Context: an optimization exercise on an open-source flow, tuned for small area. The choices shown serve that exercise and are no tape-out recipe. Function was checked by simulation only, so behaviour that the tests miss may differ from the original. Power is estimated from default activity; no workload was simulated. The flow treats the clock pin as an ideal source, which a real chip does not have.

$ cat config.mk
export PLATFORM = sky130hd
export DESIGN_NAME = fb_speed
export DESIGN_NICKNAME = fb_speed
export VERILOG_FILES = /design/flow/design.v
export SDC_FILE = /design/flow/constraint.sdc
export NUM_CORES = 4
export LEC_CHECK = 0
export CAP_MARGIN = 20
export CORE_MARGIN = 2
export CORE_UTILIZATION = 60
export SLEW_MARGIN = 20
export SYNTH_MEMORY_MAX_BITS = 16384
$ cat flow/run.sh
#!/bin/bash
# Standard layout with two changes: the port buffers are the smallest
# buffer cell, and clock tree synthesis clusters more sinks per leaf buffer
# and adds no dummy loads.
bash standard.sh \
  "BUFFER_PORTS_ARGS=-buffer_cell sky130_fd_sc_hd__buf_1" \
  "CTS_ARGS=-sink_clustering_enable -repair_clock_nets -dont_use_dummy_load -sink_clustering_size 40 -sink_clustering_max_diameter 60 " \
  finish > standard.log 2>&1
$ cat constraint.sdc
create_clock -name core_clock -period 20.0 [get_ports {clk}]
set_input_delay 4.0000 -clock core_clock [delete_from_list [all_inputs] [get_ports {clk}]]
set_output_delay 4.0000 -clock core_clock [all_outputs]
set_load 0.01 [all_outputs]
$ cat standard.sh
#!/bin/bash
# synth_recipe.tcl (not shown) runs the flow's synth.tcl, then flattens the netlist and writes it again
# the make line also repeats each setting of config.mk as NAME=value (left out here)
make -C /OpenROAD-flow-scripts/flow DESIGN_CONFIG=/design/flow/config.mk WORK_HOME=/design/flow/orfs CLKGATE_MAP_FILE= SYNTH_SCRIPT=/design/flow/synth_recipe.tcl "${@:-finish}"
$ cat design.v
module fb_speed (
    input  wire        clk,
    input  wire        rst,             
    input  wire        edge_valid,
    input  wire [35:0] edge_t,          
    input  wire [35:0] edge_p,          
    input  wire        edge_neg,        
    input  wire        edge_new_run,    
    input  wire        ring_clear,      
    input  wire        rel_valid,
    output wire        rel_ready,
    input  wire [35:0] rel_s,           
    input  wire [3:0]  cfg_match,       
    input  wire [35:0] cfg_win,         
    input  wire [35:0] cfg_tmax,        
    output reg         done,
    output wire [35:0] speed,
    output reg         speed_valid,
    output reg         standstill,
    output wire [35:0] span
);
    localparam [35:0] K0N = ~36'd1953125;
    reg  [2:0]  ph;
    wire [2:0]  pp = ~ph;               
    always @(posedge clk) begin
        if (rst) ph <= 3'd0;
        else     ph <= ph + 3'd1;
    end
    wire        new_e = edge_valid && !ring_clear;
    reg  [5:0]  aptr;                   
    reg  [35:0] T, P;                   
    reg         t_pend, p_pend;
    wire [5:0]  slot_t = aptr + 6'd1;
    wire [5:0]  slot_p = aptr + 6'd2;
    wire        wr_p   = p_pend && (slot_p[2:0] == pp);
    wire        wr_t   = t_pend && (slot_t[2:0] == pp);
    wire [35:0] wd     = wr_p ? P : T;
    wire [2:0]  wl     = wr_p ? slot_p[5:3] : slot_t[5:3];
    wire        wen    = wr_p || wr_t;
    wire [35:0] T_nx   = new_e ? edge_t : T;
    always @(posedge clk) begin
        if (new_e) T <= edge_t;
        if (new_e && t_pend && !wr_t) P <= T;
    end
    always @(posedge clk) begin
        if (rst) begin
            aptr   <= 6'd0;
            t_pend <= 1'b0;
            p_pend <= 1'b0;
        end else begin
            if (new_e) aptr <= aptr - 6'd1;
            t_pend <= new_e || (t_pend && !wr_t);
            p_pend <= (new_e && t_pend && !wr_t) || (p_pend && !wr_p);
        end
    end
    wire [35:0] port [0:7];
    genvar gl;
    generate
        for (gl = 0; gl < 8; gl = gl + 1) begin : g_loop
            reg [8*36-1:0] lv;
            always @(posedge clk)
                lv <= {lv[7*36-1:0], (wen && wl == gl) ? wd : lv[8*36-1:7*36]};
            assign port[gl] = lv[8*36-1:7*36];
        end
    endgenerate
    reg  [6:0]  run_len;                
    reg         last_neg;
    reg         stand_flag;
    wire        stand_now;              
    localparam [3:0] S_IDLE = 4'd0, S_CHK = 4'd1, S_SCAN = 4'd2, S_D1I = 4'd3,
                     S_DIV1 = 4'd4, S_MI = 4'd5, S_MUL = 4'd6, S_ROT = 4'd7,
                     S_DIV2 = 4'd8, S_FIN = 4'd9;
    reg  [3:0]  state;
    assign rel_ready = (state == S_IDLE);
    wire        chk = (state == S_CHK);
    wire        e_rs = edge_new_run || (run_len == 7'd0) || (edge_neg != last_neg) ||
                       stand_flag || (chk && stand_now);
    wire [6:0]  run_nx = ring_clear ? 7'd0 :
                         !edge_valid ? run_len :
                         e_rs ? 7'd1 :
                         (run_len == 7'd64) ? 7'd64 : run_len + 7'd1;
    always @(posedge clk) begin
        if (rst) begin
            run_len    <= 7'd0;
            last_neg   <= 1'b0;
            stand_flag <= 1'b0;
        end else begin
            run_len <= run_nx;
            if (ring_clear)    last_neg <= 1'b0;
            else if (edge_valid) last_neg <= edge_neg;
            if (ring_clear)    stand_flag <= 1'b0;
            else if (edge_valid) stand_flag <= 1'b0;
            else if (chk && stand_now) stand_flag <= 1'b1;
        end
    end
    reg  [35:0] K, Q, R, S;
    reg         ux;
    reg  [6:0]  n_rel;
    reg  [5:0]  a_sel, o, sc;
    reg  [2:0]  m_ph;
    reg         cw_ok, cx_ok, neg, dsel_s, ovf, satf;
    assign speed = K;
    assign span  = S;
    wire scan = (state == S_SCAN);
    wire mul  = (state == S_MUL);
    wire fin  = (state == S_FIN);
    wire div2 = (state == S_DIV2);
    wire rot  = (state == S_ROT);
    wire [35:0] bv = scan ? port[sc[5:3]] :
                     chk  ? T :
                     mul  ? ~(36'd1953125 - 36'd1) :
                     fin  ? 36'hF_FFFF_FFFF :
                     (div2 && dsel_s) ? S : R;
    wire [36:0] aa = {ux, K};
    wire [36:0] nb = {1'b1, ~bv};
    wire [37:0] cc;
    wire [36:0] ss;
    assign cc[0] = 1'b1;
    genvar gi;
    generate
        for (gi = 0; gi < 37; gi = gi + 1) begin : g_add
            assign ss[gi]   = aa[gi] ^ nb[gi] ^ cc[gi];
            assign cc[gi+1] = (aa[gi] & nb[gi]) | (aa[gi] & cc[gi]) | (nb[gi] & cc[gi]);
        end
    endgenerate
    wire        cy = cc[37];            
    wire [35:0] df = ss[35:0];
    wire [36:0] cw, ct;
    assign cw[0] = 1'b1;
    assign ct[0] = 1'b1;
    generate
        for (gi = 0; gi < 36; gi = gi + 1) begin : g_cmp
            assign cw[gi+1] = (cfg_win[gi] & ~df[gi]) | (cfg_win[gi] & cw[gi]) | (~df[gi] & cw[gi]);
            assign ct[gi+1] = (cfg_tmax[gi] & ~df[gi]) | (cfg_tmax[gi] & ct[gi]) | (~df[gi] & ct[gi]);
        end
    endgenerate
    wire        c_win = cw[36];
    wire        c_thr = ct[36];
    assign stand_now = (n_rel == 7'd0) || !c_thr;
    wire [3:0]  mp     = (cfg_match >= 4'd1 && cfg_match <= 4'd8) ? cfg_match : 4'd1;
    wire [2:0]  mp1    = mp[2:0] - 3'd1;
    wire        al     = (sc[2:0] == pp);
    wire        inr    = ({1'b0, o} < n_rel);
    wire        mt     = (m_ph == 3'd0);
    wire        e_win  = inr && mt && c_win;
    wire        e_tm   = inr && mt && c_thr;
    wire        upd    = !cw_ok && (e_win || e_tm || (o == 6'd1 && !cx_ok));
    reg  [2:0]  m_init;
    always @(*) begin
        case (cfg_match)
            4'd2: m_init = 3'd1;
            4'd4: m_init = 3'd3;
            4'd5: m_init = 3'd3;
            4'd6: m_init = 3'd3;
            4'd8: m_init = 3'd7;
            default: m_init = 3'd0;
        endcase
    end
    wire        d1i       = (state == S_D1I);
    wire        mi        = (state == S_MI);
    wire        fin_first = fin && (o == 6'd36);
    wire        fin_last  = fin && (o == 6'd1);
    wire        inj       = (Q[35] | satf) ^ neg;
    wire        rnd       = (Q[34] & !satf) ^ neg;
    wire        take      = mul ? a_sel[5] : fin ? (fin_last && inj && rnd) :
                            (rot || d1i || mi) ? 1'b0 : cy;
    wire        keep      = !(d1i || mi);
    wire [35:0] sel       = take ? df : (keep ? K : 36'd0);
    wire        kin       = div2 ? (o >= 6'd21 ? Q[35] : 1'b0) :
                            fin_first ? neg :
                            fin_last  ? (inj ^ rnd) :
                            fin       ? inj :
                            (rot || d1i || mi || mul) ? 1'b0 : Q[35];
    wire        ge        = (|Q[35:6]) || (Q[5:0] >= a_sel);
    always @(posedge clk) begin
        if (rst) begin
            state       <= S_IDLE;
            done        <= 1'b0;
            speed_valid <= 1'b0;
            standstill  <= 1'b0;
        end else begin
            done <= 1'b0;
            case (state)
                S_IDLE: begin
                    if (rel_valid) begin
                        K     <= rel_s;
                        ux    <= 1'b0;
                        S     <= 36'd0;
                        n_rel <= run_nx;
                        sc    <= new_e ? aptr - 6'd1 : aptr;
                        neg   <= new_e ? edge_neg : last_neg;
                        state <= S_CHK;
                    end
                end
                S_CHK: begin
                    K      <= T;                  
                    R      <= df;                 
                    o      <= 6'd63;
                    m_ph   <= m_init;
                    cw_ok  <= 1'b0;
                    cx_ok  <= 1'b0;
                    if (stand_now || n_rel == 7'd1) begin
                        standstill  <= stand_now;
                        speed_valid <= 1'b0;
                        neg         <= 1'b0;
                        satf        <= 1'b0;
                        Q           <= 36'd0;
                        o           <= 6'd36;
                        state       <= S_FIN;
                    end else begin
                        standstill  <= 1'b0;
                        speed_valid <= 1'b1;
                        state       <= S_SCAN;
                    end
                end
                S_SCAN: begin
                    if (al) begin
                        if (upd) begin
                            S     <= df;
                            a_sel <= o;
                        end
                        if (e_win) cw_ok <= 1'b1;
                        if (e_tm)  cx_ok <= 1'b1;
                        m_ph <= mt ? mp1 : m_ph - 3'd1;
                        o    <= o - 6'd1;
                        sc   <= sc - 6'd1;
                        if (o == 6'd1) state <= S_D1I;
                    end
                end
                default: begin
                    {ux, K} <= {sel, kin};
                    if (d1i)                Q <= S;
                    else if (rot)           Q <= {Q[34:0], K[35]};
                    else if (div2 || (state == S_DIV1) || (fin && !fin_first))
                                            Q <= {Q[34:0], cy};
                    if (mul) a_sel <= {a_sel[4:0], 1'b0};
                    if (mi) begin
                        dsel_s <= ge;
                        if (!ge) a_sel <= 6'd1;
                    end
                    if (div2 && o <= 6'd20 && Q[35]) ovf <= 1'b1;
                    o <= o - 6'd1;
                    case (state)
                        S_D1I:  begin state <= S_DIV1; o <= 6'd37; end
                        S_MI:   begin state <= S_MUL;  o <= 6'd6;  end
                        default: if (o == 6'd1) begin
                            case (state)
                                S_DIV1: state <= S_MI;
                                S_MUL:  begin state <= S_ROT;  o <= 6'd36; end
                                S_ROT:  begin state <= S_DIV2; o <= 6'd56; ovf <= 1'b0; end
                                S_DIV2: begin state <= S_FIN;  o <= 6'd36; satf <= ovf || Q[35] || (&{Q[34:0], cy}); end
                                default: begin state <= S_IDLE; done <= 1'b1; end
                            endcase
                        end
                    endcase
                end
            endcase
        end
    end
endmodule
==> flow_summary.ini, run 1 <==
[critical_path]
cp_common_cell = fa_1
crit_buf_inv = 5
crit_required_ns = 20.42
cp.arrival_ns = 19.54
startpoint_type = flop
cp_slowest_cell = fa_1
path_delay_family = adder cells
crit_fanout = 18
max_stage_delay_ns = 0.60
setup.worst_path.class = flop to flop
end_kind = flop

[global_route]
grt_max_degree = 73
grt_first_pass_wirelength_um = 211000
grt-ovfl-total = 0
antenna_found_initial = 5
grt_pass1_vias = 33221
track_usage = 0.252

[power]
power_per_cell_area_nw_per_um2 = 154
intPower_mw = 7.79
p_sw_frac = 0.309
max-vdd-ir-drop_v = 0.000112
seqPwrFrac = 0.516
leakagePower_nw = 28.1
pwr-share-comb = 0.245
clock_power_share = 0.238
power_switching_mw = 3.49

[routing]
wirelength_um = 144000
viasPerCell = 5.26
antenna_left = 0
post_drt_wl_per_cell_um = 21.9
post-route-drc-count = 0
vias = 34657
drtIter0Drc = 2800
detail_route.first_pass.iterations = 6

[floorplan]
dieArea_um2 = 114000
design.core.area_um2 = 111000
num_io_pins = 267
fp.dieW_um = 338
die_height_um = 338
row_count = 122
start_util = 0.605

[sta]
hold_viol = 0
slew_headroom = 0.263
fin_worst_skew_ns = 0.0911
setup_tns_ns = 0
maxSlewViolCount = 0
max_freq_ghz = 0.0523
timing.final.crit_period_ns = 19.12
period_share = 0.956
setup-violations-final = 0
worst_pin_slew_ns = 1.11
timing.hold.ws_ns = 0.290
rsz0062_at_grt = no

[synth]
synth_cell_type_count = 79
synth_nets = 5077
synth_top_family_by_area = compound AO/OA/AOI/OAI gates
ys.flop_type = dfxtp_1
synthMuxAreaShare = 0.0200
synthAdderAreaFrac = 0.0177
synthTopCellsByArea = dfxtp_1 (70%), edfxtp_1 (11%), nand2_1 (2.4%), a21oi_1 (2.1%), o21ai_0 (2.0%)
avgSynthCellArea_um2 = 13.9
synthCells = 4826
ys_seq_elements = 2582
syn-cell-area_um2 = 66900
synth_simple_gate_area_frac = 0.0627
synth_compound_area_frac = 0.0702
synthXorXnorAreaFrac = 0.00406
synth_edf_count = 251
synth_top_area_frac = 0.697
ys_seq_area_frac = 0.810
postSynth.asyncResetShare = 0
synth_top_cell_by_area = dfxtp_1
ys_warn_count = 1

[cts]
ctsRootBufferMaster = clkbuf_16
cts_tree = built
clk_latency_ns = 0.78
clockBufferDepth = 3
htree_levels = 4
cts_sinks = 2582
clkTransAtPathRegs_ns = 0.09
cts_buffers = 136

[cells_and_area]
fin_nets = 5358
areaGrowthSynthToFinish_pct = 9.52
mostFrequentLayoutCells = dfxtp_1 (2330), nand2_1 (429), nor2_1 (294)
drive_gt1_frac = 0.0588
nFillCells = 8168
layout_commonest_cell = dfxtp_1

[place]
dp_hpwl_um = 96200
gp_congestion = 0.915
port_buffers = 230

[job]
maxCapViolCount = 0

[worst_hold_path]
hp-class = flop to flop

[outcome]
status = no timing/DRC/antenna violations
worst paths after layout:
kind	from	to	slack [ns]	cells after the start
worst min register to register	g_loop[5].lv[0]	g_loop[5].lv[36]	0.29	0
worst max register to register	sc[4]	Q[1]	0.88	52
worst min-delay path	g_loop[5].lv[0]	g_loop[5].lv[36]	0.29	0
worst max-delay path	sc[4]	Q[1]	0.88	52
logic make-up after synthesis:
kind of cell    Yosys count
mux                     108
fa+ha+maj                77
simple gates            978
buf+inv                 266
flops                  2582
xor+xnor                 31
compound gates          784
power groups by stage:
stage / sequential (mW) / combinational (mW) / clock [mW]
after floorplan: 5.85 / 1.72 / 0
after global placement: 5.93 / 2.67 / 0
after detailed placement: 5.93 / 2.69 / 0
after CTS: 5.82 / 2.70 / 2.74
after global routing: 5.84 / 3.00 / 2.93
final: 5.82 / 2.77 / 2.69
state kept, by name, indices dropped and copies added, names as in the netlist, 3 cells and up:
name	flops
g_loop.lv	2304
K	36
P	36
Q	36
R	36
S	36
T	36
n_rel	7
run_len	7
a_sel	6
aptr	6
o	6
sc	6
state	4
m_ph	3
ph	3
cell type report:
type                       instances  area (µm²)  area share
sequential                      2582       54200       0.739
multi-input combinational       1978       11900       0.162
clock buffer                     136        3400      0.0464
tap                             1488        1860      0.0254
timing repair buffer             320        1630      0.0222
inverter                          89         338     0.00461
antenna                            2        5.00   0.0000683
synthesized netlist by cell type, types with 33 or more instances:
library cell  number
a31oi_1           35
nor2b_1           40
inv_1             84
mux2i_1           80
nor3_1            40
dfxtp_1         2331
edfxtp_1         251
fa_1              35
nand2_1          434
a221o_1           33
nand3_1           52
o21ai_0          262
a21oi_1          278
clkbuf_1         123
nor2_1           301
metrics by stage:
stage	worst slack (ns)	instances	utilization	area [µm²]	total power, mW
final	0.882	6595	0.662	73300	11.3
after CTS	0.543	6589	0.661	73200	11.3
after global routing	0.0180	6595	0.662	73300	11.8
after floorplan	0.259	4826	-	66900	7.57
after global placement	0.852	6453	0.630	69800	8.60
after detailed placement	0.669	6453	0.631	69800	8.62
what timing repair did:
action | in CTS | in global routing
setup endpoints to repair | 0 | 80
hold buffers | 0 | 0
buffers inserted | 0 | 1
gates resized for setup | 0 | 7
routing by layer:
| layer | vias to the layer above | global-route usage | part of all wire |
|---|---|---|---|
| li1 | 16640 | - | - |
| met3 | 298 | 0.0434 | 0.053 |
| met1 | 16715 | 0.359 | 0.46 |
| met4 | 0 | 0.105 | 0.041 |
| met2 | 1004 | 0.384 | 0.44 |
| met5 | - | 0 | 0 |
==> run 2: changes to the inputs <==
==> flow/run.sh (replaced) <==
#!/bin/bash
# Standard layout with two changes: the port buffers are the smallest
# buffer cell, and clock tree synthesis clusters more sinks per leaf buffer
# and adds no dummy loads.
bash standard.sh \
  "BUFFER_PORTS_ARGS=-buffer_cell sky130_fd_sc_hd__buf_1" \
  "CTS_ARGS=-sink_clustering_enable -repair_clock_nets -dont_use_dummy_load -sink_clustering_size 30 -sink_clustering_max_diameter 70" \
  finish > standard.log 2>&1
==> run 2 against run 1 <==
Effect of this change:
- still clean on timing, DRC and antenna
- area after synthesis unchanged
- worst hold slack got worse by 0.0089 ns
- clock power decreased by 12%
- synthesized cell count unchanged
- critical path type unchanged
- critical endpoint is now Q[10]
- largest power group unchanged
==> flow_summary.ini, run 2 <==
[sta]
setup-violations-final = 0
slew_headroom = 0.264
hold_viol = 0
setup_tns_ns = 0
maxSlewViolCount = 0
rsz0062_at_grt = no
worst_pin_slew_ns = 1.10
max_freq_ghz = 0.0524
postLayoutSetupSlackWorst_ns = 0.924
period_share = 0.954
timing.final.crit_period_ns = 19.08
timing.hold.ws_ns = 0.281
fin_worst_skew_ns = 0.0853

[cells_and_area]
fin_nets = 5329
drive_gt1_frac = 0.0534
mostFrequentLayoutCells = dfxtp_1 (2330), nand2_1 (429), nor2_1 (294)
layout_commonest_cell = dfxtp_1
regMostFlops = g_loop.lv
largest_reg_flops = 2304
nFillCells = 8283
areaGrowthSynthToFinish_pct = 8.44

[floorplan]
dieArea_um2 = 114000
num_io_pins = 267
row_count = 122
die_height_um = 338
start_util = 0.605
design.core.area_um2 = 111000
fp.dieW_um = 338

[synth]
synth_top_area_frac = 0.697
synthTopCellsByArea = dfxtp_1 (70%), edfxtp_1 (11%), nand2_1 (2.4%), a21oi_1 (2.1%), o21ai_0 (2.0%)
ys_seq_elements = 2582
synth_commonest_cells = dfxtp_1 (2331), nand2_1 (434), nor2_1 (301)
synth_cell_type_count = 79
avgSynthCellArea_um2 = 13.9
ys_warn_count = 1
ys.flop_type = dfxtp_1
synthCells = 4826
synth_nets = 5077
syn-cell-area_um2 = 66900
synth_edf_count = 251
yosysMostFrequentCell = dfxtp_1
synth_top_cell_by_area = dfxtp_1
postSynth.asyncResetShare = 0
ys_seq_area_frac = 0.810

[cts]
cts_buffers = 107
ctsRootBufferMaster = clkbuf_16
htree_levels = 3
clk_latency_ns = 0.72
cts_sinks = 2582
clkTransAtPathRegs_ns = 0.10
holdBufCountCts = 0
clockBufferDepth = 3
cts_tree = built

[global_route]
grt_pass1_vias = 32557
antenna_found_initial = 7
track_usage = 0.249
grt_first_pass_wirelength_um = 209000
grt_max_degree = 73
grt-ovfl-total = 0

[place]
gp_congestion = 0.915
dp_hpwl_um = 96200
port_buffers = 230
dp_slack_ns = 0.669

[power]
leakagePower_nw = 27.7
max-vdd-ir-drop_v = 0.000110
power_per_cell_area_nw_per_um2 = 151
fin_total_pwr_mw = 11.0

[routing]
post-route-drc-count = 0
detail_route.first_pass.iterations = 6
wirelength_um = 143000
post_drt_wl_per_cell_um = 21.8
drtIter0Drc = 2993
viasPerCell = 5.22
antenna_left = 0
vias = 34284

[critical_path]
max_stage_delay_ns = 0.61
startpoint_type = flop
cp_common_cell = fa_1
crit_fanout = 18
end_kind = flop
setup.worst_path.class = flop to flop
crit_required_ns = 20.37
cp.arrival_ns = 19.45
cp_slowest_cell = fa_1

[outcome]
status = no timing/DRC/antenna violations

[worst_hold_path]
hp-class = flop to flop

[job]
maxCapViolCount = 0
## run 2: cell counts after synthesis
Identical to the previous run, type by type.
## run 2: cell families (layout without fill, tap and decap cells)
logic type,count (synthesis),count (layout),share of synthesized area
flops,2582,2582,0.810
simple gates,978,978,0.0627
compound gates,784,784,0.0702
buf+inv,266,516,0.0156
mux,108,108,0.0200
fa+ha+maj,77,77,0.0177
xor+xnor,31,31,0.00406
other cells,0,3,0
## run 2: final timing paths
kind                         start                to  slack, ns  cells past startpoint
setup / recovery             sc[4]             Q[10]       0.92                     52
hold / removal    g_loop[5].lv[36]  g_loop[5].lv[72]       0.28                      0
setup reg to reg             sc[4]             Q[10]       0.92                     52
hold reg to reg   g_loop[5].lv[36]  g_loop[5].lv[72]       0.28                      0
## run 2: per-layer routing
metal  global-route usage  part of all wire  vias up
li1                     -                 -    16574
met1                0.361              0.47    16509
met2                0.381              0.44      922
met3               0.0382             0.050      279
met4               0.0906             0.039        0
met5                    0                 0        -
## run 2: final cells by class
class / count / area [µm²] / share of cell area
flip-flops and latches: 2582 / 54200 / 0.747
well taps: 1488 / 1860 / 0.0256
diodes: 3 / 7.51 / 0.000103
clock buffers: 107 / 2680 / 0.0369
inverters: 89 / 338 / 0.00465
multi-input cells: 1978 / 11900 / 0.164
repair buffers: 320 / 1630 / 0.0224
## run 2: report_power, final
| part | internal, mW | leakage, nW | switching, mW |
|---|---|---|---|
| Clock | 0.958 | 1.32 | 1.43 |
| Sequential | 5.60 | 21.1 | 0.218 |
| Combinational | 0.974 | 5.27 | 1.78 |
| Total | 7.53 | 27.7 | 3.43 |
## run 2: stage by stage
stage           util  std cells  cell area [µm²]
2_1_floorplan      -       4826            66900
3_3_place_gp   0.630       6453            69800
3_5_place_dp   0.631       6453            69800
4_1_cts        0.655       6560            72500
5_1_grt        0.656       6566            72600
6_report       0.656       6567            72600
## run 2: repair_timing
| action | CTS | global route |
|---|---|---|
| resized for setup | 0 | 7 |
| setup buffers | 0 | 1 |
| endpoints found under the setup margin | 0 | 80 |
## run 2: worst max-delay path, delay by kind of cell (launching register included)
family	cells	cell delay [ns]
flops	1	0.49
simple gates	5	0.92
fa+ha+maj	34	14.63
compound gates	8	1.89
buf+inv	5	0.79
==> run 3: changes to the inputs <==
--- a/design.v
+++ b/design.v
@@ -98,7 +98,7 @@
     reg  [6:0]  n_rel;
     reg  [5:0]  a_sel, o, sc;
     reg  [2:0]  m_ph;
-    reg         cw_ok, cx_ok, neg, dsel_s, ovf, satf;
+    reg         cw_ok, cx_ok, neg, dsel_s, ovf, satf, zf, dly;
     assign speed = K;
     assign span  = S;
     wire scan = (state == S_SCAN);
@@ -106,11 +106,14 @@
     wire fin  = (state == S_FIN);
     wire div2 = (state == S_DIV2);
     wire rot  = (state == S_ROT);
-    wire [35:0] bv = scan ? port[sc[5:3]] :
-                     chk  ? T :
-                     mul  ? ~(36'd1953125 - 36'd1) :
-                     fin  ? 36'hF_FFFF_FFFF :
-                     (div2 && dsel_s) ? S : R;
+    wire        s_s   = div2 && dsel_s;
+    wire        s_r   = !(scan || chk || mul || fin || s_s);
+    wire [35:0] bport = ({36{scan && sc[5:3] == 3'd0}} & port[0]) | ({36{scan && sc[5:3] == 3'd1}} & port[1]) |
+                        ({36{scan && sc[5:3] == 3'd2}} & port[2]) | ({36{scan && sc[5:3] == 3'd3}} & port[3]) |
+                        ({36{scan && sc[5:3] == 3'd4}} & port[4]) | ({36{scan && sc[5:3] == 3'd5}} & port[5]) |
+                        ({36{scan && sc[5:3] == 3'd6}} & port[6]) | ({36{scan && sc[5:3] == 3'd7}} & port[7]);
+    wire [35:0] bv    = bport | ({36{chk}} & T) | ({36{s_r}} & R) | ({36{s_s}} & S) |
+                        ({36{mul}} & ~(36'd1953125 - 36'd1)) | {36{fin}};
     wire [36:0] aa = {ux, K};
     wire [36:0] nb = {1'b1, ~bv};
     wire [37:0] cc;
@@ -160,18 +163,29 @@
     wire        mi        = (state == S_MI);
     wire        fin_first = fin && (o == 6'd36);
     wire        fin_last  = fin && (o == 6'd1);
-    wire        inj       = (Q[35] | satf) ^ neg;
-    wire        rnd       = (Q[34] & !satf) ^ neg;
+    wire        inj       = ((dly | satf) & !zf) ^ neg;
+    wire        rnd       = (Q[35] & !satf & !zf) ^ neg;
     wire        take      = mul ? a_sel[5] : fin ? (fin_last && inj && rnd) :
                             (rot || d1i || mi) ? 1'b0 : cy;
     wire        keep      = !(d1i || mi);
-    wire [35:0] sel       = take ? df : (keep ? K : 36'd0);
+    wire [35:0] sel       = ({36{take}} & df) | ({36{keep && !take}} & K);
     wire        kin       = div2 ? (o >= 6'd21 ? Q[35] : 1'b0) :
                             fin_first ? neg :
                             fin_last  ? (inj ^ rnd) :
                             fin       ? inj :
                             (rot || d1i || mi || mul) ? 1'b0 : Q[35];
     wire        ge        = (|Q[35:6]) || (Q[5:0] >= a_sel);
+    wire        k_rel = (state == S_IDLE) && rel_valid;
+    wire        k_sh  = !(state == S_IDLE || chk || scan);
+    always @(posedge clk) begin
+        if (k_rel || chk || k_sh)
+            K <= ({36{k_rel}} & rel_s) | ({36{chk}} & T) | ({36{k_sh}} & {sel[34:0], kin});
+        ux <= k_sh && sel[35];
+    end
+    always @(posedge clk) begin
+        Q   <= d1i ? S : {Q[34:0], rot ? K[35] : cy};
+        dly <= Q[35];
+    end
     always @(posedge clk) begin
         if (rst) begin
             state       <= S_IDLE;
@@ -183,8 +197,6 @@
             case (state)
                 S_IDLE: begin
                     if (rel_valid) begin
-                        K     <= rel_s;
-                        ux    <= 1'b0;
                         S     <= 36'd0;
                         n_rel <= run_nx;
                         sc    <= new_e ? aptr - 6'd1 : aptr;
@@ -193,7 +205,6 @@
                     end
                 end
                 S_CHK: begin
-                    K      <= T;                  
                     R      <= df;                 
                     o      <= 6'd63;
                     m_ph   <= m_init;
@@ -203,13 +214,13 @@
                         standstill  <= stand_now;
                         speed_valid <= 1'b0;
                         neg         <= 1'b0;
-                        satf        <= 1'b0;
-                        Q           <= 36'd0;
+                        zf          <= 1'b1;
                         o           <= 6'd36;
                         state       <= S_FIN;
                     end else begin
                         standstill  <= 1'b0;
                         speed_valid <= 1'b1;
+                        zf          <= 1'b0;
                         state       <= S_SCAN;
                     end
                 end
@@ -228,11 +239,6 @@
                     end
                 end
                 default: begin
-                    {ux, K} <= {sel, kin};
-                    if (d1i)                Q <= S;
-                    else if (rot)           Q <= {Q[34:0], K[35]};
-                    else if (div2 || (state == S_DIV1) || (fin && !fin_first))
-                                            Q <= {Q[34:0], cy};
                     if (mul) a_sel <= {a_sel[4:0], 1'b0};
                     if (mi) begin
                         dsel_s <= ge;
==> flow/run.sh (replaced) <==
#!/bin/bash
# Standard layout with two changes: the port buffers are the smallest
# buffer cell, and clock tree synthesis clusters more sinks per leaf buffer
# and adds no dummy loads.
bash standard.sh \
  "BUFFER_PORTS_ARGS=-buffer_cell sky130_fd_sc_hd__buf_1" \
  "CTS_ARGS=-sink_clustering_enable -repair_clock_nets -dont_use_dummy_load -sink_clustering_size 36 -sink_clustering_max_diameter 60" \
  finish > standard.log 2>&1
--- a/config.mk
+++ b/config.mk
@@ -7,6 +7,6 @@
 export LEC_CHECK = 0
 export CAP_MARGIN = 20
 export CORE_MARGIN = 2
-export CORE_UTILIZATION = 60
+export CORE_UTILIZATION = 70
 export SLEW_MARGIN = 20
 export SYNTH_MEMORY_MAX_BITS = 16384
==> run 3 against run 2 <==
Effect of this change:
- flip-flop and latch count grew 2
- routed wire length grew 4.0%
- area after synthesis shrank 2.0%
- maximum frequency fell by 1.5%
- cell count shrank 7.7%
- first-iteration DRC count is 14% higher
- register-to-register slack lost 0.29 ns
- largest cell class unchanged
- sequential power shrank 0.9%
==> flow_summary.ini, run 3 <==
[cts]
ctsRootBufferMaster = clkbuf_16
cts_buffers = 117
holdBufCountCts = 0
clkTransAtPathRegs_ns = 0.12
clk_latency_ns = 0.75
cts_tree = built
htree_levels = 3
clockBufferDepth = 3
cts_sinks = 2584

[sta]
max_freq_ghz = 0.0516
maxSlewViolCount = 0
setup_tns_ns = 0
timing.final.crit_period_ns = 19.37
worst_pin_slew_ns = 1.19
period_share = 0.968
fin_worst_skew_ns = 0.0898
slew_headroom = 0.208
rsz0062_at_grt = no
hold_viol = 0
setup-violations-final = 0

[critical_path]
crit_buf_inv = 3
crit_fanout = 13
max_stage_delay_ns = 0.53
path_delay_family = adder cells
setup.worst_path.class = flop to flop
end_kind = flop
crit_start = state[1]
crit_required_ns = 20.44
path_depth = 50
cp_common_cell = fa_1
r2r_cells = 50
startpoint_type = flop
cp_slowest_cell = fa_2
cp.arrival_ns = 19.81
worst_r2r_startpoint = state[1]

[power]
clock_power_share = 0.225
seqPwrFrac = 0.524
leakagePower_nw = 27.2
max-vdd-ir-drop_v = 0.000170
fin_total_pwr_mw = 11.0
p_sw_frac = 0.315
pwr-share-comb = 0.251
intPower_mw = 7.54
power_switching_mw = 3.47
power_per_cell_area_nw_per_um2 = 155

[synth]
ys_seq_area_frac = 0.822
avgSynthCellArea_um2 = 14.4
ys_warn_count = 1
synth_commonest_cells = dfxtp_1 (2369), nor2_1 (327), a21oi_1 (216)
yosysMostFrequentCell = dfxtp_1
synthTopCellsByArea = dfxtp_1 (72%), edfxtp_1 (9.8%), nor2_1 (1.9%), a21oi_1 (1.6%), o21ai_0 (1.4%)
synth_top_area_frac = 0.723
synth_cell_type_count = 74
ys_seq_elements = 2584
postSynth.asyncResetShare = 0
ys.flop_type = dfxtp_1
synth_nets = 4812
synth_edf_count = 215
synthCells = 4561
syn-cell-area_um2 = 65600
synth_top_cell_by_area = dfxtp_1

[routing]
top_layer = met5
detail_route.first_pass.iterations = 7
post_drt_wl_per_cell_um = 24.6
viasPerCell = 5.64
dr_wl_met3_um = 13300
wl_met2_um = 63500
vias = 34188
post-route-drc-count = 0
wirelength_um = 149000
antenna_left = 0
drtIter0Drc = 3419
m1WireLength_um = 67000

[job]
maxCapViolCount = 0

[floorplan]
die_height_um = 310
dieArea_um2 = 96100
fp.dieW_um = 310
start_util = 0.705
num_io_pins = 267
design.core.area_um2 = 93000
row_count = 112

[outcome]
status = no timing/DRC/antenna violations

[place]
port_buffers = 230
gp_congestion = 0.923
place_inst = 5934
dp_hpwl_um = 94400

[cells_and_area]
layout.cells.non_filler = 6059
largest_reg_flops = 2304
areaGrowthSynthToFinish_pct = 8.36
regMostFlops = g_loop.lv
layout_commonest_cell = dfxtp_1
mostFrequentLayoutCells = dfxtp_1 (2367), nor2_1 (321), buf_1 (230)
nFillCells = 5790
drive_gt1_frac = 0.0608
fin_nets = 5054

[global_route]
grt-ovfl-total = 0
antenna_found_initial = 13
track_usage = 0.308
grt_first_pass_wirelength_um = 213000
grt_pass1_vias = 32676
grt_max_degree = 73

[worst_hold_path]
hp-start = g_loop[6].lv[170]
hp-class = flop to flop
hold_depth = 0
-- run 3: cell types whose count changed after synthesis, sizes merged, moves of 24 or more --
cell / previous run / this run
a221oi: 22 / 70
edfxtp: 251 / 215
o21ai: 265 / 188
nor2b: 40 / 6
dfxtp: 2331 / 2369
nand2: 434 / 197
nor2: 305 / 329
mux2: 8 / 34
a22oi: 19 / 109
mux2i: 80 / 45
a21oi: 278 / 216
-- run 3: power by group through the flow --
| stage | clock network (mW) | logic [mW] | registers [mW] |
|---|---|---|---|
| final | 2.48 | 2.76 | 5.77 |
| after global routing | 2.68 | 2.94 | 5.80 |
| after CTS | 2.51 | 2.65 | 5.77 |
| after detailed placement | 0 | 2.61 | 5.89 |
| after global placement | 0 | 2.56 | 5.88 |
| after floorplan | 0 | 1.61 | 5.80 |
-- run 3: layout make-up --
type / count / area (µm²) / area share
well taps: 1254 / 1570 / 0.0221
multi-input cells: 1690 / 10800 / 0.151
diodes: 4 / 10.0 / 0.000141
clock buffers: 117 / 2930 / 0.0412
flip-flops and latches: 2584 / 53900 / 0.758
inverters: 105 / 394 / 0.00555
repair buffers: 305 / 1510 / 0.0212
-- run 3: cell families after synthesis --
group | Yosys count | synth area share
adders and majority gates | 67 | 0.0165
buffers and inverters | 287 | 0.0177
and+or+nand+nor | 723 | 0.0491
xor gates and xnor gates | 36 | 0.00532
AOI/OAI and AO/OA | 785 | 0.0769
muxes | 79 | 0.0127
DFF | 2584 | 0.822
-- run 3: worst paths after layout --
path,to,slack (ns)
hold reg to reg,g_loop[6].lv[206],0.27
setup / recovery,S[30],0.63
setup reg to reg,S[30],0.63
hold / removal,g_loop[6].lv[206],0.27
-- run 3: what timing repair did --
action / in CTS / in global routing
gates cloned: 0 / 1
gates resized for setup: 1 / 14
pin swaps: 0 / 3
setup endpoints to repair: 32 / 99
setup buffers: 0 / 2
-- run 3: through the flow --
| stage | hold WS [ns] | setup WS (ns) | cell area, µm² | util |
|---|---|---|---|---|
| 3_3_place_gp | 0.310 | 0.265 | 68000 | 0.731 |
| 4_1_cts | 0.270 | 0.00810 | 70900 | 0.762 |
| 2_1_floorplan | 0.310 | 0.375 | 65600 | - |
| 3_5_place_dp | 0.312 | 0.115 | 68000 | 0.731 |
| 6_report | 0.265 | 0.632 | 71100 | 0.764 |
| 5_1_grt | 0.267 | 0.0431 | 71100 | 0.764 |
-- run 3: routing by layer --
layer	global-route usage	up-vias
met2	0.450	1435
met3	0.0667	299
met1	0.461	16604
li1	-	15830
met4	0.102	20
met5	0	-
-- run 3: worst register-to-register path: cells and delay by family, from the launching register on --
kind | cells | cell delay (ns)
AOI/OAI and AO/OA | 5 | 1.46
adders and majority gates | 35 | 15.59
buffers and inverters | 3 | 0.54
DFF | 1 | 0.37
and+or+nand+nor | 7 | 1.16
==> run 4: changes to the inputs <==
==> flow/run.sh (replaced) <==
#!/bin/bash
# Standard layout with two changes: the port buffers are the smallest
# buffer cell, and clock tree synthesis clusters more sinks per leaf buffer
# and adds no dummy loads.
bash standard.sh \
  "BUFFER_PORTS_ARGS=-buffer_cell sky130_fd_sc_hd__buf_1" \
  "CTS_ARGS=-sink_clustering_enable -repair_clock_nets -dont_use_dummy_load -sink_clustering_size 34 -sink_clustering_max_diameter 80" \
  finish > standard.log 2>&1
--- a/config.mk
+++ b/config.mk
@@ -7,6 +7,6 @@
 export LEC_CHECK = 0
 export CAP_MARGIN = 20
 export CORE_MARGIN = 2
-export CORE_UTILIZATION = 70
+export CORE_UTILIZATION = 60
 export SLEW_MARGIN = 20
 export SYNTH_MEMORY_MAX_BITS = 16384
==> run 4 against run 3 <==
Effect of this change:
- still clean on timing, DRC and antenna
- synthesized cell count stayed put
- area after synthesis stayed put
- final area is 0.79% lower
- setup slack worse by 0.043 ns
- first-iteration DRC count is 9.2% lower
- worst hold slack better by 0.015 ns
- clock power is 11% lower
- sequential share of layout area is 0.61 points higher
- via count is 2.1% lower
- critical path depth is 3 higher
- clock skew is 0.0014 ns higher
- critical path type unchanged
- critical endpoint is now S[0]
- largest cell class unchanged
- largest power group unchanged
- highest routed layer unchanged
==> flow_summary.ini, run 4 <==
[cts]
clkTransAtPathRegs_ns = 0.11
htree_levels = 3
clockBufferDepth = 3
cts_buffers = 88
ctsRootBufferMaster = clkbuf_16
cts_tree = built
holdBufCountCts = 0
clk_latency_ns = 0.71
cts_sinks = 2584
post_cts_buffers = 0

[floorplan]
dieArea_um2 = 112000
num_io_pins = 267
row_count = 121
start_util = 0.603
fp.dieW_um = 335
design.core.area_um2 = 109000
die_height_um = 335

[sta]
setup-violations-final = 0
slew_headroom = 0.206
max_freq_ghz = 0.0515
worst_pin_slew_ns = 1.19
maxSlewViolCount = 0
timing.hold.ws_ns = 0.280
hold_viol = 0
timing.final.crit_period_ns = 19.41
fin_worst_skew_ns = 0.0912
period_share = 0.971
postLayoutSetupSlackWorst_ns = 0.589
rsz0062_at_grt = no

[critical_path]
startpoint_type = flop
crit_start = state[3]
cp.arrival_ns = 19.77
setup.worst_path.class = flop to flop
reg2reg_slack_ns = 0.59
crit_end = S[0]
max_stage_delay_ns = 0.57
crit_buf_inv = 4
r2r_end = S[0]
crit_required_ns = 20.36
worst_r2r_startpoint = state[3]
r2r_cells = 53
end_kind = flop
path_depth = 53
cp_common_cell = fa_1
path_delay_family = adder cells
crit_fanout = 15
cp_slowest_cell = fa_1

[global_route]
grt_max_degree = 73
track_usage = 0.268
grt_first_pass_wirelength_um = 214000
antenna_found_initial = 13
grt-ovfl-total = 0
grt_pass1_vias = 31033

[routing]
viasPerCell = 5.41
detail_route.first_pass.iterations = 7
antenna_left = 0
post-route-drc-count = 0
post_drt_wl_per_cell_um = 24.5
drtIter0Drc = 3103
wirelength_um = 152000
vias = 33457

[synth]
synthTopCellsByArea = dfxtp_1 (72%), edfxtp_1 (9.8%), nor2_1 (1.9%), a21oi_1 (1.6%), o21ai_0 (1.4%)
postSynth.asyncResetShare = 0
synth_top_area_frac = 0.723
synth_edf_count = 215
syn-cell-area_um2 = 65600
avgSynthCellArea_um2 = 14.4
synth_commonest_cells = dfxtp_1 (2369), nor2_1 (327), a21oi_1 (216)
synth_nets = 4812
ys_warn_count = 1
ys_seq_elements = 2584
synth_top_cell_by_area = dfxtp_1
ys_seq_area_frac = 0.822
yosysMostFrequentCell = dfxtp_1
synthCells = 4561
synth_cell_type_count = 74
ys.flop_type = dfxtp_1

[place]
place_area_um2 = 68200
dp_slack_ns = -0.138
dp_hpwl_um = 99000
gp_congestion = 0.893
port_buffers = 230

[cells_and_area]
areaGrowthSynthToFinish_pct = 7.51
fin_util = 0.649
mostFrequentLayoutCells = dfxtp_1 (2365), nor2_1 (321), buf_1 (230)
layout_commonest_cell = dfxtp_1
fin_nets = 5028
drive_gt1_frac = 0.0557
regMostFlops = g_loop.lv
largest_reg_flops = 2304
fin_area_um2 = 70500

[power]
max-vdd-ir-drop_v = 0.000177
power_per_cell_area_nw_per_um2 = 153
leakagePower_nw = 26.8

[outcome]
status = no timing/DRC/antenna violations

[worst_hold_path]
hp-class = flop to flop

[job]
maxCapViolCount = 0
## run 4: what timing repair did
| item | in CTS | in global routing |
|---|---|---|
| gates resized for setup | 2 | 14 |
| setup endpoints to repair | 49 | 75 |
| pin swaps | 0 | 2 |
## run 4: stage by stage
step / total power, mW / instances / TNS, ns
after floorplan: 7.42 / 4561 / 0
after global placement: 8.59 / 6101 / -0.891
after detailed placement: 8.61 / 6101 / -4.96
after CTS: 10.8 / 6189 / 0
after global routing: 11.2 / 6190 / 0
final: 10.8 / 6190 / 0
## run 4: how the worst min path moves through the flow
stage | slack [ns] | start | cells past startpoint | endpoint
final | 0.28 | g_loop[6].lv[219] | 0 | g_loop[6].lv[255]
after floorplan | 0.31 | g_loop[0].lv[64] | 0 | g_loop[0].lv[100]
after global routing | 0.28 | g_loop[6].lv[219] | 0 | g_loop[6].lv[255]
after global placement | 0.31 | g_loop[6].lv[202] | 0 | g_loop[6].lv[238]
after CTS | 0.28 | g_loop[6].lv[219] | 0 | g_loop[6].lv[255]
after detailed placement | 0.31 | g_loop[3].lv[240] | 0 | g_loop[3].lv[276]
## run 4: kinds of logic after synthesis
family | count (synthesis) | synth area share
xor gates and xnor gates | 36 | 0.00532
and+or+nand+nor | 723 | 0.0491
buffers and inverters | 287 | 0.0177
AOI/OAI and AO/OA | 785 | 0.0769
DFF | 2584 | 0.822
muxes | 79 | 0.0127
adders and majority gates | 67 | 0.0165
## run 4: layout make-up
class	count	area (µm²)
clock buffer	88	2200
antenna	1	2.50
sequential	2584	53900
multi-input combinational	1690	10800
inverter	105	394
timing repair buffer	308	1490
tap	1414	1770
fill	8081	38200
## run 4: routing by layer
layer	vias to the layer above	routed length (µm)	GRT usage
li1	15756	-	-
met1	16335	72400	0.408
met2	1131	64100	0.396
met3	225	11000	0.0507
met4	10	4140	0.0683
met5	-	62	0
## run 4: power by group
group          leakage, nW  internal, mW  total, mW  switching (mW)
combinational         4.59         0.948       2.83            1.88
sequential            21.1          5.57       5.77           0.196
clock                 1.08         0.800       2.20            1.40
==> run 5: changes to the inputs <==
==> flow/run.sh (replaced) <==
#!/bin/bash
# Standard layout with two changes: the port buffers are the smallest
# buffer cell, and clock tree synthesis clusters more sinks per leaf buffer
# and adds no dummy loads.
bash standard.sh \
  "BUFFER_PORTS_ARGS=-buffer_cell sky130_fd_sc_hd__buf_1" \
  "CTS_ARGS=-sink_clustering_enable -repair_clock_nets -dont_use_dummy_load -sink_clustering_size 32 -sink_clustering_max_diameter 80" \
  finish > standard.log 2>&1
--- a/config.mk
+++ b/config.mk
@@ -5,8 +5,8 @@
 export SDC_FILE = /design/flow/constraint.sdc
 export NUM_CORES = 4
 export LEC_CHECK = 0
-export CAP_MARGIN = 20
+export CAP_MARGIN = 5
 export CORE_MARGIN = 2
 export CORE_UTILIZATION = 60
-export SLEW_MARGIN = 20
+export SLEW_MARGIN = 5
 export SYNTH_MEMORY_MAX_BITS = 16384
==> run 5 against run 4 <==
Effect of this change:
- worst hold slack got worse by 0.0083 ns
- clock skew fell by 0.023 ns
- synthesized cell count did not move
- largest cell class unchanged
- combinational power barely moved
- power rose by 0.37%
- highest routed layer unchanged
- area after synthesis did not move
- non-clock buffer count rose by 2
- flip-flop and latch count did not move
- cell count rose by 0.11%
==> flow_summary.ini, run 5 <==
[outcome]
status = no timing/DRC/antenna violations

[critical_path]
end_kind = flop
cp_slowest_cell = fa_1
startpoint_type = flop
cp.arrival_ns = 19.69
crit_fanout = 15
max_stage_delay_ns = 0.57
crit_required_ns = 20.38
cp_common_cell = fa_1
setup.worst_path.class = flop to flop

[power]
leakagePower_nw = 26.9
power_per_cell_area_nw_per_um2 = 153
max-vdd-ir-drop_v = 0.000169
p_sw_frac = 0.321
pwr-share-comb = 0.261
clock_power_share = 0.207
intPower_mw = 7.36
power_switching_mw = 3.48
seqPwrFrac = 0.532

[synth]
postSynth.asyncResetShare = 0
synth_nets = 4812
yosysMostFrequentCell = dfxtp_1
synth_cell_type_count = 74
ys_seq_area_frac = 0.822
avgSynthCellArea_um2 = 14.4
ys_seq_elements = 2584
synthTopCellsByArea = dfxtp_1 (72%), edfxtp_1 (9.8%), nor2_1 (1.9%), a21oi_1 (1.6%), o21ai_0 (1.4%)
synthCells = 4561
ys.flop_type = dfxtp_1
syn-cell-area_um2 = 65600
synth_commonest_cells = dfxtp_1 (2369), nor2_1 (327), a21oi_1 (216)
synth_edf_count = 215
synth_top_area_frac = 0.723
ys_warn_count = 1
synth_top_cell_by_area = dfxtp_1

[floorplan]
num_io_pins = 267
die_height_um = 335
start_util = 0.603
row_count = 121
design.core.area_um2 = 109000
fp.dieW_um = 335
dieArea_um2 = 112000

[cts]
clockBufferDepth = 3
clk_latency_ns = 0.72
cts_buffers = 92
clkTransAtPathRegs_ns = 0.11
ctsRootBufferMaster = clkbuf_16
cts_sinks = 2584
cts_tree = built
htree_levels = 3

[sta]
maxSlewViolCount = 0
period_share = 0.966
max_freq_ghz = 0.0518
worst_pin_slew_ns = 1.18
timing.final.crit_period_ns = 19.32
hold_viol = 0
slew_headroom = 0.212
fin_worst_skew_ns = 0.0682
timing.hold.ws_ns = 0.272
setup_tns_ns = 0
setup-violations-final = 0
rsz0062_at_grt = no

[place]
gp_congestion = 0.893
port_buffers = 230
dp_hpwl_um = 99000

[cells_and_area]
layout_commonest_cell = dfxtp_1
largest_reg_flops = 2304
fin_nets = 5034
areaGrowthSynthToFinish_pct = 7.75
drive_gt1_frac = 0.0573
regMostFlops = g_loop.lv
mostFrequentLayoutCells = dfxtp_1 (2365), nor2_1 (320), buf_1 (230)
fin_util = 0.650

[worst_hold_path]
hp-class = flop to flop

[global_route]
grt_first_pass_wirelength_um = 215000
antenna_found_initial = 12
grt_pass1_vias = 31145
grt_max_degree = 73
grt-ovfl-total = 0
track_usage = 0.269

[routing]
wirelength_um = 152000
viasPerCell = 5.40
post-route-drc-count = 0
post_drt_wl_per_cell_um = 24.6
vias = 33438
antenna_left = 0
drtIter0Drc = 3192
detail_route.first_pass.iterations = 5

[job]
maxCapViolCount = 0
==> run 5: routing by layer <==
metal  GRT usage  part of all wire  up-vias
li1            -                 -    15759
met1       0.409              0.47    16364
met2       0.398              0.42     1089
met3      0.0502             0.075      216
met4      0.0701             0.027       10
met5           0           0.00037        -
==> run 5: final cells by class <==
type                       count  area (µm²)
fill                        8071       38000
antenna                        2        5.00
timing repair buffer         310        1540
multi-input combinational   1690       10800
clock buffer                  92        2300
inverter                     105         394
tap                         1414        1770
sequential                  2584       53900
==> run 5: final timing paths <==
path	startpoint	end	slack, ns	cells after the start
setup reg to reg	state[2]	S[0]	0.68	54
setup / recovery	state[2]	S[0]	0.68	54
hold / removal	g_loop[2].lv[62]	g_loop[2].lv[98]	0.27	0
hold reg to reg	g_loop[2].lv[62]	g_loop[2].lv[98]	0.27	0
==> run 5: power by group through the flow <==
stage / registers, mW / clock network [mW] / logic [mW]
after detailed placement: 5.88 / 0 / 2.73
final: 5.77 / 2.24 / 2.83
after CTS: 5.77 / 2.29 / 2.75
after floorplan: 5.80 / 0 / 1.61
after global routing: 5.79 / 2.47 / 3.03
after global placement: 5.88 / 0 / 2.71
==> run 5: per-stage QoR <==
| step | power (mW) | cells | worst slack (ns) | cell area (µm²) |
|---|---|---|---|---|
| after floorplan | 7.42 | 4561 | 0.375 | 65600 |
| after global routing | 11.3 | 6196 | 0.0395 | 70700 |
| final | 10.8 | 6197 | 0.683 | 70700 |
| after global placement | 8.59 | 6101 | -0.0380 | 68200 |
| after detailed placement | 8.61 | 6101 | -0.138 | 68200 |
| after CTS | 10.8 | 6193 | 0.0418 | 70600 |
==> run 5: kinds of logic (layout without fill, tap and decap cells) <==
logic type / after synthesis / in the layout / synth area share
multiplexers: 79 / 79 / 0.0127
XOR/XNOR: 36 / 36 / 0.00532
flip-flops: 2584 / 2584 / 0.822
AO/OA/AOI/OAI: 785 / 785 / 0.0769
other: 0 / 2 / 0
adder cells (fa/ha/maj): 67 / 67 / 0.0165
buffers and inverters: 287 / 507 / 0.0177
AND/OR/NAND/NOR: 723 / 723 / 0.0491
==> run 5: timing repair <==
item,CTS,global route
buffers inserted,0,1
gates cloned,0,1
pin swaps,0,2
endpoints found under the setup margin,49,87
resized for setup,3,17
hold buffers,0,0
==> run 5: worst max-delay path: cells and delay by family, from the launching register on <==
kind	cells	cell delay, ns
flops	1	0.41
buf+inv	3	0.52
fa+ha+maj	35	15.23
simple gates	9	1.26
compound gates	7	1.60
==> run 6: changes to the inputs <==
--- a/config.mk
+++ b/config.mk
@@ -5,8 +5,8 @@
 export SDC_FILE = /design/flow/constraint.sdc
 export NUM_CORES = 4
 export LEC_CHECK = 0
-export CAP_MARGIN = 5
+export CAP_MARGIN = 20
 export CORE_MARGIN = 2
 export CORE_UTILIZATION = 60
-export SLEW_MARGIN = 5
+export SLEW_MARGIN = 20
 export SYNTH_MEMORY_MAX_BITS = 16384
==> run 6 against run 5 <==
Effect of this change:
- via count grew 0.42%
- still clean
- critical path type unchanged
- register-to-register slack worse by 0.04 ns
- sequential share of layout area barely moved
- count of clock-buffer cells in the layout unchanged
- worst hold slack barely moved
- critical endpoint unchanged
- maximum frequency down 0.18%
- highest routed layer unchanged
==> flow_summary.ini, run 6 <==
[routing]
detail_route.first_pass.iterations = 6
viasPerCell = 5.42
antenna_left = 0
post_drt_wl_per_cell_um = 24.6
wirelength_um = 152000
post-route-drc-count = 0
drtIter0Drc = 3231
vias = 33577

[cts]
ctsRootBufferMaster = clkbuf_16
clockBufferDepth = 3
htree_levels = 3
cts_tree = built
holdBufCountCts = 0
cts_sinks = 2584
cts_buffers = 92
clkTransAtPathRegs_ns = 0.11
clk_latency_ns = 0.72

[cells_and_area]
nFillCells = 8069
regMostFlops = g_loop.lv
fin_nets = 5034
drive_gt1_frac = 0.0575
layout_commonest_cell = dfxtp_1
layout.cells.non_filler = 6197
mostFrequentLayoutCells = dfxtp_1 (2365), nor2_1 (320), buf_1 (230)
largest_reg_flops = 2304
fin_util = 0.650
areaGrowthSynthToFinish_pct = 7.76

[sta]
slew_headroom = 0.208
max_freq_ghz = 0.0517
fin_worst_skew_ns = 0.0680
postLayoutSetupSlackWorst_ns = 0.647
rsz0062_at_grt = no
maxSlewViolCount = 0
worst_pin_slew_ns = 1.19
hold_viol = 0
period_share = 0.968
setup_tns_ns = 0
timing.final.crit_period_ns = 19.35
setup-violations-final = 0

[synth]
synthAdderAreaFrac = 0.0165
synth_nets = 4812
avgSynthCellArea_um2 = 14.4
postSynth.asyncResetShare = 0
synth_top_family_by_area = compound AO/OA/AOI/OAI gates
synth_commonest_cells = dfxtp_1 (2369), nor2_1 (327), a21oi_1 (216)
synth_simple_gate_area_frac = 0.0491
synth_compound_area_frac = 0.0769
synth_top_cell_by_area = dfxtp_1
ys_seq_elements = 2584
syn-cell-area_um2 = 65600
yosysMostFrequentCell = dfxtp_1
ys.flop_type = dfxtp_1
synth_edf_count = 215
synthTopCellsByArea = dfxtp_1 (72%), edfxtp_1 (9.8%), nor2_1 (1.9%), a21oi_1 (1.6%), o21ai_0 (1.4%)
synthXorXnorAreaFrac = 0.00532
synth_cell_type_count = 74
ys_warn_count = 1
ys_seq_area_frac = 0.822
synth_top_area_frac = 0.723
synthCells = 4561
synthMuxAreaShare = 0.0127

[worst_hold_path]
hp-class = flop to flop
whs_endpoint = g_loop[2].lv[98]
hp-start = g_loop[2].lv[62]
hold_depth = 0

[power]
leakagePower_nw = 26.9
max-vdd-ir-drop_v = 0.000168
power_per_cell_area_nw_per_um2 = 153

[critical_path]
setup.worst_path.class = flop to flop
cp_slowest_cell = fa_1
max_stage_delay_ns = 0.58
end_kind = flop
startpoint_type = flop
crit_required_ns = 20.43
crit_fanout = 15
reg2reg_slack_ns = 0.65
cp_common_cell = fa_1
r2r_end = S[0]
path_delay_family = adder cells
worst_r2r_startpoint = state[3]
crit_buf_inv = 4
cp.arrival_ns = 19.78
r2r_cells = 52

[global_route]
grt-ovfl-total = 0
antenna_found_initial = 12
track_usage = 0.269
grt_max_degree = 73
grt_first_pass_wirelength_um = 215000
grt_pass1_vias = 31145

[floorplan]
num_io_pins = 267
start_util = 0.603
die_height_um = 335
fp.dieW_um = 335
design.core.area_um2 = 109000
row_count = 121
dieArea_um2 = 112000

[outcome]
status = no timing/DRC/antenna violations

[place]
gp_congestion = 0.893
port_buffers = 230
dp_hpwl_um = 99000
place_inst = 6101
dp_slack_ns = -0.138

[job]
maxCapViolCount = 0
[run 6: cell type report]
class	count	area, µm²	area share
Inverter	105	394	0.00558
Multi-Input combinational cell	1690	10800	0.152
Tap cell	1414	1770	0.0250
Clock buffer	92	2300	0.0326
Antenna cell	2	5.00	0.0000708
Timing Repair Buffer	310	1540	0.0217
Sequential cell	2584	53900	0.763
[run 6: worst max-delay path by stage]
| stage | cells after the start | slack, ns | startpoint | end |
|---|---|---|---|---|
| 2_1_floorplan | 54 | 0.38 | state[1] | S[0] |
| 4_1_cts | 53 | 0.04 | state[1] | S[32] |
| 5_1_grt | 54 | 0.04 | state[2] | S[0] |
| 3_5_place_dp | 53 | -0.14 | state[2] | S[18] |
| 6_report | 52 | 0.65 | state[3] | S[0] |
| 3_3_place_gp | 53 | -0.04 | state[2] | S[15] |
[run 6: cell families after synthesis]
group	Yosys count
compound gates	785
xor+xnor	36
mux	79
fa+ha+maj	67
flops	2584
buf+inv	287
simple gates	723
[run 6: where the power goes]
part           internal [mW]  switching (mW)  leakage (nW)
registers               5.57           0.197          21.1
logic                  0.955            1.88          4.61
clock network          0.833            1.41          1.13
[run 6: worst reg2reg max path, delay by kind of cell (launching register included)]
family                     cells  cell delay (ns)
buffers and inverters          4             0.68
AOI/OAI and AO/OA              5             1.44
and+or+nand+nor                7             0.92
DFF                            1             0.38
adders and majority gates     36            15.69
[run 6: stage by stage]
stage	hold slack [ns]	area, µm²	power, mW
2_1_floorplan	0.310	65600	7.42
3_3_place_gp	0.309	68200	8.59
3_5_place_dp	0.312	68200	8.61
4_1_cts	0.271	70600	10.8
5_1_grt	0.267	70700	11.3
6_report	0.272	70700	10.8
[run 6: what timing repair did]
action / in CTS / in global routing
endpoints found under the setup margin: 49 / 87
buffers inserted: 0 / 1
resized for setup: 3 / 17
pin swaps: 0 / 2
gates cloned: 0 / 1
hold endpoints to repair: 0 / 0
[run 6: routing by layer]
layer | part of all wire | GRT usage | wire [µm]
met5 | 0.00037 | 0 | 57
met2 | 0.42 | 0.398 | 64600
met3 | 0.076 | 0.0502 | 11600
met4 | 0.026 | 0.0701 | 4030
met1 | 0.47 | 0.409 | 72000
==> run 7: changes to the inputs <==
==> flow/run.sh (replaced) <==
#!/bin/bash
# Standard layout with two changes: the port buffers are the smallest
# buffer cell, and clock tree synthesis clusters more sinks per leaf buffer
# and adds no dummy loads.
bash standard.sh \
  "BUFFER_PORTS_ARGS=-buffer_cell sky130_fd_sc_hd__buf_1" \
  "CTS_ARGS=-sink_clustering_enable -repair_clock_nets -dont_use_dummy_load -sink_clustering_size 32 -sink_clustering_max_diameter 80 -buf_list {sky130_fd_sc_hd__clkbuf_8 sky130_fd_sc_hd__clkbuf_16}" \
  finish > standard.log 2>&1
==> run 7 against run 6 <==
Effect of this change:
- still clean on timing, DRC and antenna
- flip-flop and latch count is the same
- clock power hardly changed
- largest cell class unchanged
- critical path type unchanged
- synthesized cell count did not move
- worst hold slack is the same
- largest power group unchanged
==> flow_summary.ini, run 7 <==
[outcome]
status = no timing/DRC/antenna violations

[power]
power_per_cell_area_nw_per_um2 = 153
max-vdd-ir-drop_v = 0.000168
leakagePower_nw = 26.9
fin_total_pwr_mw = 10.8

[global_route]
grt-ovfl-total = 0
grt_pass1_vias = 31145
grt_max_degree = 73
track_usage = 0.269
antenna_found_initial = 12
grt_first_pass_wirelength_um = 215000

[sta]
fin_worst_skew_ns = 0.0680
postLayoutSetupSlackWorst_ns = 0.647
setup-violations-final = 0
rsz0062_at_grt = no
timing.hold.ws_ns = 0.272
timing.final.crit_period_ns = 19.35
period_share = 0.968
maxSlewViolCount = 0
slew_headroom = 0.208
setup_tns_ns = 0
worst_pin_slew_ns = 1.19
max_freq_ghz = 0.0517
hold_viol = 0

[cts]
clkTransAtPathRegs_ns = 0.11
htree_levels = 3
cts_buffers = 92
clockBufferDepth = 3
holdBufCountCts = 0
ctsRootBufferMaster = clkbuf_16
cts_tree = built
cts_sinks = 2584
clk_latency_ns = 0.72

[synth]
synth_edf_count = 215
synthCells = 4561
synth_commonest_cells = dfxtp_1 (2369), nor2_1 (327), a21oi_1 (216)
yosysMostFrequentCell = dfxtp_1
avgSynthCellArea_um2 = 14.4
ys_seq_area_frac = 0.822
synth_top_area_frac = 0.723
ys_warn_count = 1
synthTopCellsByArea = dfxtp_1 (72%), edfxtp_1 (9.8%), nor2_1 (1.9%), a21oi_1 (1.6%), o21ai_0 (1.4%)
synth_top_cell_by_area = dfxtp_1
synth_nets = 4812
postSynth.asyncResetShare = 0
synth_cell_type_count = 74
syn-cell-area_um2 = 65600
ys.flop_type = dfxtp_1
ys_seq_elements = 2584

[place]
dp_slack_ns = -0.138
port_buffers = 230
dp_hpwl_um = 99000
gp_congestion = 0.893
place_inst = 6101
place_area_um2 = 68200

[critical_path]
max_stage_delay_ns = 0.58
cp_common_cell = fa_1
cp_slowest_cell = fa_1
cp.arrival_ns = 19.78
worst_r2r_startpoint = state[3]
end_kind = flop
setup.worst_path.class = flop to flop
startpoint_type = flop
crit_fanout = 15
crit_start = state[3]
crit_required_ns = 20.43

[cells_and_area]
fin_util = 0.650
largest_reg_flops = 2304
fin_area_um2 = 70700
mostFrequentLayoutCells = dfxtp_1 (2365), nor2_1 (320), buf_1 (230)
areaGrowthSynthToFinish_pct = 7.76
layout.cells.non_filler = 6197
regMostFlops = g_loop.lv
layout_commonest_cell = dfxtp_1
fin_nets = 5034
drive_gt1_frac = 0.0575

[floorplan]
die_height_um = 335
start_util = 0.603
dieArea_um2 = 112000
design.core.area_um2 = 109000
num_io_pins = 267
row_count = 121
fp.dieW_um = 335

[routing]
drtIter0Drc = 3231
post_drt_wl_per_cell_um = 24.6
antenna_left = 0
detail_route.first_pass.iterations = 6
viasPerCell = 5.42
post-route-drc-count = 0
wirelength_um = 152000
vias = 33577

[worst_hold_path]
hp-class = flop to flop
hp-start = g_loop[2].lv[62]

[job]
maxCapViolCount = 0
[run 7: path summary, 6_finish.rpt]
check / endpoint / cells after the start / slack [ns]
worst min-delay path: g_loop[2].lv[98] / 0 / 0.27
worst min register to register: g_loop[2].lv[98] / 0 / 0.27
worst max-delay path: S[0] / 52 / 0.65
worst max register to register: S[0] / 52 / 0.65
[run 7: logic make-up after synthesis]
group | share of synthesized area
flip-flops | 0.822
AO/OA/AOI/OAI | 0.0769
AND/OR/NAND/NOR | 0.0491
buffers and inverters | 0.0177
multiplexers | 0.0127
adder cells (fa/ha/maj) | 0.0165
XOR/XNOR | 0.00532
[run 7: area by class of cell]
class | instances | area [µm²]
flip-flops and latches | 2584 | 53900
fillers | 8069 | 38000
multi-input cells | 1690 | 10800
clock buffers | 92 | 2300
well taps | 1414 | 1770
repair buffers | 310 | 1540
inverters | 105 | 394
diodes | 2 | 5.00
[run 7: power by group]
part / total (mW) / switching [mW] / internal [mW]
clock: 2.25 / 1.41 / 0.833
combinational: 2.83 / 1.88 / 0.955
sequential: 5.77 / 0.197 / 5.57
total: 10.8 / 3.49 / 7.36
[run 7: worst max-delay path, delay by kind of cell, from the launching register on]
family / cells / cell delay (ns)
AO/OA/AOI/OAI: 5 / 1.44
adder cells (fa/ha/maj): 36 / 15.68
buffers and inverters: 4 / 0.66
flip-flops: 1 / 0.38
AND/OR/NAND/NOR: 7 / 0.92
[run 7: layer usage]
metal  up-vias  track usage  wire length [µm]
met2      1115        0.398             64600
li1      15773            -                 -
met5         -            0                57
met1     16466        0.409             72000
met3       213       0.0502             11600
met4        10       0.0701              4030
[run 7: what timing repair did]
item,in CTS,in global routing
buffers inserted,0,1
setup endpoints to repair,49,87
gates cloned,0,1
gates resized for setup,3,17
pin swaps,0,2
hold endpoints to repair,0,0
==> run 8: changes to the inputs <==
==> flow/run.sh (replaced) <==
#!/bin/bash
# Standard layout with two changes: the port buffers are the smallest
# buffer cell, and clock tree synthesis clusters more sinks per leaf buffer
# and adds no dummy loads.
bash standard.sh \
  "BUFFER_PORTS_ARGS=-buffer_cell sky130_fd_sc_hd__buf_1" \
  "CTS_ARGS=-sink_clustering_enable -repair_clock_nets -dont_use_dummy_load -sink_clustering_size 34 -sink_clustering_max_diameter 70" \
  finish > standard.log 2>&1
==> run 8 against run 7 <==
Effect of this change:
- via count shrank 0.40%
- setup slack got worse by 0.0051 ns
- sequential power about the same
- register-to-register slack about the same
- cell count increased by 0.24%
- routed wire length decreased by 0.14%
- first-iteration DRC count is 4.4% lower
- critical path depth unchanged
- area after synthesis did not move
- clock power rose by 5%
- count of clock-buffer cells in the layout rose by 13
- non-clock buffer count is the same
==> flow_summary.ini, run 8 <==
[outcome]
status = no timing/DRC/antenna violations

[power]
leakagePower_nw = 27.0
power_per_cell_area_nw_per_um2 = 154
max-vdd-ir-drop_v = 0.000169
p_sw_frac = 0.319
clock_power_share = 0.217
intPower_mw = 7.46

[floorplan]
die_height_um = 335
design.core.area_um2 = 109000
start_util = 0.603
num_io_pins = 267
row_count = 121
dieArea_um2 = 112000
fp.dieW_um = 335

[critical_path]
startpoint_type = flop
crit_required_ns = 20.45
cp_common_cell = fa_1
cp.arrival_ns = 19.81
end_kind = flop
max_stage_delay_ns = 0.58
setup.worst_path.class = flop to flop

[global_route]
grt_pass1_vias = 31336
track_usage = 0.269
grt-ovfl-total = 0
grt_first_pass_wirelength_um = 215000
grt_max_degree = 73

[synth]
ys_seq_elements = 2584
synth_top_cell_by_area = dfxtp_1
synth_nets = 4812
yosysMostFrequentCell = dfxtp_1
avgSynthCellArea_um2 = 14.4
synth_simple_gate_area_frac = 0.0491
ys.flop_type = dfxtp_1
synthTopCellsByArea = dfxtp_1 (72%), edfxtp_1 (9.8%), nor2_1 (1.9%), a21oi_1 (1.6%), o21ai_0 (1.4%)
syn-cell-area_um2 = 65600
synth_cell_type_count = 74
synthMuxAreaShare = 0.0127
ys_warn_count = 1
synthXorXnorAreaFrac = 0.00532
synthCells = 4561
synth_edf_count = 215
postSynth.asyncResetShare = 0

[sta]
timing.hold.ws_ns = 0.257
setup-violations-final = 0
max_freq_ghz = 0.0517
slew_headroom = 0.163
maxSlewViolCount = 0
worst_pin_slew_ns = 1.24
timing.final.crit_period_ns = 19.36
setup_tns_ns = 0
hold_viol = 0

[cells_and_area]
areaGrowthSynthToFinish_pct = 8.26
largest_reg_flops = 2304
mostFrequentLayoutCells = dfxtp_1 (2365), nor2_1 (320), buf_1 (230)
fin_nets = 5047
drive_gt1_frac = 0.0597

[place]
gp_congestion = 0.893
dp_hpwl_um = 99000
dp_slack_ns = -0.138
port_buffers = 230

[cts]
cts_buffers = 105
htree_levels = 3
clockBufferDepth = 3
clk_latency_ns = 0.74
cts_sinks = 2584

[routing]
viasPerCell = 5.38
detail_route.first_pass.iterations = 6
post-route-drc-count = 0
wirelength_um = 152000
drtIter0Drc = 3088

[job]
maxCapViolCount = 0
## run 8: cell types whose count changed in the layout (fill, tap and decap cells not counted)
cell,before,now
clkbuf_16,93,106
fa_2,5,4
nor3_1,20,21
fa_1,30,31
buf_6,1,2
buf_4,74,73
nor3_2,5,4
diode_2,2,4
## run 8: through the flow
stage	util	power, mW	area (µm²)	std cells
floorplan	-	7.42	65600	4561
detailed placement	0.628	8.61	68200	6101
global route	0.653	11.4	71000	6211
global placement	0.628	8.59	68200	6101
CTS	0.652	10.9	70900	6206
finish	0.653	11.0	71000	6212
## run 8: power groups by stage
stage | Combinational, mW | Clock [mW] | Sequential, mW
3_5_place_dp | 2.73 | 0 | 5.88
6_report | 2.81 | 2.37 | 5.77
4_1_cts | 2.75 | 2.42 | 5.77
2_1_floorplan | 1.61 | 0 | 5.80
3_3_place_gp | 2.71 | 0 | 5.88
5_1_grt | 3.03 | 2.60 | 5.79
## run 8: cell type report
cell class / count / area [µm²]
Sequential cell: 2584 / 53900
Clock buffer: 105 / 2630
Fill cell: 8059 / 37700
Timing Repair Buffer: 310 / 1540
Inverter: 105 / 394
Tap cell: 1414 / 1770
Antenna cell: 4 / 10.0
Multi-Input combinational cell: 1690 / 10800
## run 8: logic make-up after synthesis
family                   count (synthesis)
adder cells (fa/ha/maj)                 67
AND/OR/NAND/NOR                        723
buffers and inverters                  287
AO/OA/AOI/OAI                          785
multiplexers                            79
XOR/XNOR                                36
flip-flops                            2584
## run 8: worst paths after layout
| kind | start | cells past startpoint | to |
|---|---|---|---|
| max | state[3] | 52 | S[13] |
| min reg2reg | g_loop[2].lv[62] | 0 | g_loop[2].lv[98] |
| max reg2reg | state[3] | 52 | S[13] |
| min | g_loop[2].lv[62] | 0 | g_loop[2].lv[98] |
## run 8: layer usage
layer | routed length (µm) | GRT usage | share of wire | up-vias
met5 | 71 | 0 | 0.00047 | -
met4 | 4040 | 0.0720 | 0.027 | 12
met3 | 11300 | 0.0542 | 0.074 | 223
met2 | 64100 | 0.395 | 0.42 | 1089
met1 | 72500 | 0.408 | 0.48 | 16324
li1 | - | - | - | 15794
## run 8: worst max-delay path, delay by kind of cell (launching register included)
kind                       cells  cell delay (ns)
adders and majority gates     36            15.71
AOI/OAI and AO/OA              5             1.44
and+or+nand+nor                7             0.87
buffers and inverters          4             0.64
DFF                            1             0.39
## run 8: timing repair
item | 4_1_cts | 5_1_grt
gates cloned | 0 | 1
setup buffers | 0 | 1
setup endpoints to repair | 48 | 84
pin swaps | 0 | 2
resized for setup | 4 | 16

Re-timed with assumed drivers on the ports (clkbuf_16 on the clock, buf_2 on other inputs), run 8 has 0.642 ns of setup slack against 0.642 ns with ideal ports, and 0.642 ns once port delays also move by the mid clock arrival of 0.756 ns.
